What follows belongs to an exercise in optimizing a design on an open flow for small area and a short achievable clock period; a production flow would make more cautious choices. In this exercise RTL edits were held to simulation tests only and were not proved equivalent to the original. Power and IR drop assume default switching activity.

==> pepper <==
Design trail_core, start of the top module:
module trail_core (
    input  wire        clk,
    input  wire        rst,
    input  wire [7:0]  cfg_filt_n,
    input  wire [1:0]  cfg_decode,    
    input  wire        cfg_invert,
    input  wire [4:0]  cfg_pint,      
    input  wire [23:0] cfg_still,     
    input  wire        enc_a,
    input  wire        enc_b,
    input  wire        preset,        
    input  wire [55:0] preset_val,
    output wire [63:0] pos,
    output wire [31:0] spd,
    output wire [1:0]  spd_state,     
    output wire        speed_valid,
    output wire        dir,           
    output wire        illegal,       
    output wire [15:0] illegal_cnt
);
Settings: LEC_CHECK=0, CAP_MARGIN=20, CORE_MARGIN=2, CORE_UTILIZATION=70, SLEW_MARGIN=20; clock period 220.0 ns.
run.sh (not shown) runs the stock make flow with config.mk's settings and CLKGATE_MAP_FILE= SYNTH_SCRIPT=/design/flow/synth_recipe.tcl, a recipe that flattens the netlist after the stock synthesis.
==> inputs of onyx, as changes to pepper <==
--- a/flow/design.v
+++ b/flow/design.v
@@ -63,24 +63,25 @@
     wire ok_a  = !dec[1] || !fa;          
     wire ok_b  = (dec == 2'd0);
     wire dir_a = (fa ^ fb) ^ inv;
     wire dir_b = !(fa ^ fb) ^ inv;
     wire is_ill = ea && eb;
     wire cev    = (ea && !eb && ok_a) || (eb && !ea && ok_b);
     wire ev_dir = ea ? dir_a : dir_b;
-    reg  [23:0] dt;
+    reg  [23:0] dt_n;
+    reg         dt_z;
+    wire [23:0] dt     = dt_z ? 24'd0 : dt_n;
     wire        dt_sat = (dt == DT_MAX);
     wire [23:0] dt_inc;
     trail_add #(.W(24)) u_dt (.a(dt), .b(24'd0), .ci(1'b1), .y(dt_inc));
     wire [23:0] s_next = dt_sat ? DT_MAX : dt_inc;
     wire        dt_rst = preset || cev;
     always @(posedge clk) begin
-        if (rst)         dt <= 24'd0;
-        else if (dt_rst) dt <= 24'd0;
-        else             dt <= s_next;
+        dt_z <= rst || dt_rst;
+        dt_n <= s_next;
     end
     reg [31:0] now;
     reg [31:0] hist [0:15];
     reg        hpend;
     wire [31:0] now_inc;
     trail_add #(.W(32)) u_now (.a(now), .b(32'd0), .ci(1'b1), .y(now_inc));
     reg [4:0]  nint;
@@ -108,26 +109,32 @@
         if (is_ill)       op = OP_ZERO;
         else if (cev)     op = e_meas ? OP_MEAS : e_hold ? OP_HOLD : OP_ZERO;
         else if (timeout) op = OP_ZERO;
         else if (decay)   op = OP_DECAY;
         else              op = OP_HOLD;
     end
     always @(posedge clk) begin
-        now <= now_inc;
+        if (rst) now <= 32'd0;
+        else     now <= now_inc;
         if (rst) hpend <= 1'b0;
         else     hpend <= cev;
         if (hpend) begin
             for (h = 15; h > 0; h = h - 1)
                 hist[h] <= hist[h-1];
             hist[0] <= now;
         end
     end
     always @(posedge clk) begin
         if (rst) begin
-            state <= ST_STILL;
+            state    <= ST_STILL;
+            sdir_ok  <= 1'b0;
+            sdir     <= 1'b0;
+            nint     <= 5'd0;
+            last_int <= 24'd0;
+            idle_rem <= still_n;
         end else if (is_ill) begin
             state    <= ST_STARTING;
             sdir_ok  <= 1'b0;
             idle_rem <= still_n;
         end else if (cev) begin
             state    <= st_new ? ST_STARTING : same ? ST_RUNNING : ST_REVERSED;
             sdir_ok  <= 1'b1;
@@ -299,16 +306,16 @@
     reg [33:0] px, py;
     reg        psat_in;
     always @(*) begin
         psat_in = 1'b0;
         px = 34'd0;
         py = 34'd0;
         if (!x_ch) begin
-            psat_in = psat;
-            px = pacc;
+            psat_in = psat && !dt_z;
+            px = dt_z ? 34'd0 : pacc;
             py = dt_sat ? 34'd0 : {3'd0, a};
         end else begin
             case (dt)
                 24'd0: begin px = 34'd0;          py = {3'd0, a}; end
                 24'd1: begin px = {2'd0, a, 1'b0}; py = 34'd0;     end
                 24'd2: begin px = {2'd0, a, 1'b0}; py = {3'd0, a}; end
                 24'd3: begin px = {1'd0, a, 2'b0}; py = 34'd0;     end
@@ -338,53 +345,51 @@
                 assign pk[gj][gj - 1:0] = pk[gj+1][gj - 1:0];
             end
         end
     endgenerate
     wire       psat_n = psat_in || p255;
     wire [7:0] trav_n = psat_n ? 8'd255 : pq;
     always @(posedge clk) begin
-        if (rst || dt_rst) begin
-            pacc <= 34'd0;
-            psat <= 1'b0;
-        end else begin
-            pacc <= psum;
-            psat <= psat_n;
-        end
+        pacc <= psum;
+        psat <= psat_n;
     end
     reg [55:0] pos_hi;
     reg [7:0]  pos_lo;
     reg        pf;
     reg        pdir;
     wire       valid_n = !state_d[2][0];
     wire       tr_nz   = valid_n && (trav_n != 8'd0);
     wire       pf_n    = !pdir && tr_nz;
     wire [55:0] ph_inc, ph_dec;
     trail_add #(.W(56)) u_phi (.a(pos_hi), .b(56'd0),  .ci(1'b1), .y(ph_inc));
     trail_add #(.W(56)) u_phd (.a(pos_hi), .b(~56'd0), .ci(1'b0), .y(ph_dec));
+    wire up_ok   = pdir || pf;
+    wire ph_up   = cev ? (ev_dir && up_ok)   : (pf && !pf_n);
+    wire ph_dn   = cev ? (!ev_dir && !up_ok) : (!pf && pf_n);
+    always @(posedge clk) begin
+        if (rst)         pos_hi <= 56'd0;
+        else if (preset) pos_hi <= preset_val;
+        else if (ph_up)  pos_hi <= ph_inc;
+        else if (ph_dn)  pos_hi <= ph_dec;
+    end
     always @(posedge clk) begin
         if (rst) begin
-            pos_hi <= 56'd0;
             pos_lo <= 8'd0;
             pf     <= 1'b0;
             pdir   <= 1'b1;
         end else if (preset) begin
-            pos_hi <= preset_val;
             pos_lo <= 8'd0;
             pf     <= 1'b0;
         end else if (cev) begin
             pdir   <= ev_dir;
             pos_lo <= 8'd0;
             pf     <= 1'b0;
-            if (pdir) pos_hi <= ev_dir ? ph_inc : pos_hi;
-            else      pos_hi <= ev_dir ? (pf ? ph_inc : pos_hi) : (pf ? pos_hi : ph_dec);
         end else begin
             pf     <= pf_n;
             pos_lo <= !tr_nz ? 8'd0 : pdir ? trav_n : -trav_n;
-            if (pf && !pf_n)      pos_hi <= ph_inc;
-            else if (!pf && pf_n) pos_hi <= ph_dec;
         end
     end
     reg        ill_q;
     reg [15:0] ill_cnt;
     wire [15:0] ill_inc;
     trail_add #(.W(16)) u_ill (.a(ill_cnt), .b(16'd0), .ci(1'b1), .y(ill_inc));
     always @(posedge clk) begin
- ABC_AREA: default -> 1
- CAP_MARGIN: 20 -> 40
- CTS_CLUSTER_DIAMETER: default -> 120
- CTS_CLUSTER_SIZE: default -> 25
- SLEW_MARGIN: 20 -> 60
==> inputs of garnet, as changes to pepper <==
- ABC_AREA: default -> 1
==> run summary <==
                                                                                        garnet                      onyx                 pepper
Post-route minimum period                                                              47.78 ns                  47.16 ns               47.84 ns
Floorplan die area                                                                    0.118 mm2                 0.117 mm2              0.118 mm2
Most common cell after layout, fill and taps aside                     sky130_fd_sc_hd__nand2_1  sky130_fd_sc_hd__nand2_1  sky130_fd_sc_hd__ha_1
Cells after DPL                                                                           10700                     10700                   9558
Routed via count                                                                          65900                     65000                  62100
Parity-gate share of the synthesized area counting xor and xnor cells                     3.76%                     3.79%                  3.94%
Status                                                                           finished clean            finished clean         finished clean
Worst Max-Slew Pin Slew                                                                 1.15 ns                  0.642 ns                1.15 ns
Clock latency at the later pin of the worst-skew pair                                   0.76 ns                   0.74 ns                0.74 ns
Compound-gate portion of the synthesized area                                             12.3%                     12.3%                  15.5%
Detailed Routing Iterations Pass 1                                                            8                         6                      8
Crit path max fanout                                                                         67                        57                     69
Cell Area, Placed                                                                    0.0839 mm2                0.0835 mm2             0.0848 mm2
Period utilization                                                                        21.7%                     21.4%                  21.7%
Final net count                                                                           10900                     10800                   9720
Total routed wire length on the met1 layer                                              81.7 mm                   84.7 mm                87.3 mm
R2R Path Start                                                                           dt[23]                      dt_z                 a_k[3]
Share of post-route cells with drive strength above 1                                     4.81%                     3.97%                  7.95%
Clock net power                                                                          185 uW                    115 uW                 192 uW
Count of mapped cells out of synthesis                                                     9196                      9192                   8047
Net switching power of the design                                                        307 uW                    343 uW                 299 uW
Share of cell area taken by muxes after synthesis                                        0.931%                    0.776%                  6.75%
Die Width                                                                                343 um                    342 um                 344 um
Worst Hold End                                                                          c_q[28]                   c_q[24]                c_q[30]
Reported leakage power                                                                  41.5 nW                   40.1 nW                40.9 nW

[re-timing with driven ports]
In the flow no input, the clock included, has a driving cell. The finished layouts below were timed again as built, in two steps. Step 1: set_driving_cell puts a clkbuf_16 on clk and a buf_2 on each other input, an assumption about the parent block. Step 2, shift: input delay + t, output delay - t, t = (earliest + latest rising clock arrival at the registers) / 2. This alone moves slack from input paths to output paths. Three values: no drivers, after step 1, after step 2; two values: the first two.
| run | t, ns | slack for setup (ns) | hold slack, ns | worst data-port slew with drivers (ns) |
|---|---|---|---|---|
| pepper | 0.787 | 172.160 / 172.209 / 171.421 | 0.311 / 0.311 / 0.311 | 0.10 |
| onyx | 0.781 | 172.839 / 172.889 / 172.108 | 0.319 / 0.319 / 0.319 | 0.08 |
| garnet | 0.802 | 172.224 / 172.235 / 171.433 | 0.324 / 0.324 / 0.324 | 0.11 |
After both steps every run listed still meets setup and hold. For garnet, which loses most, drivers alone change the setup slack by +0.011 ns; drivers and shift together by -0.791 ns.
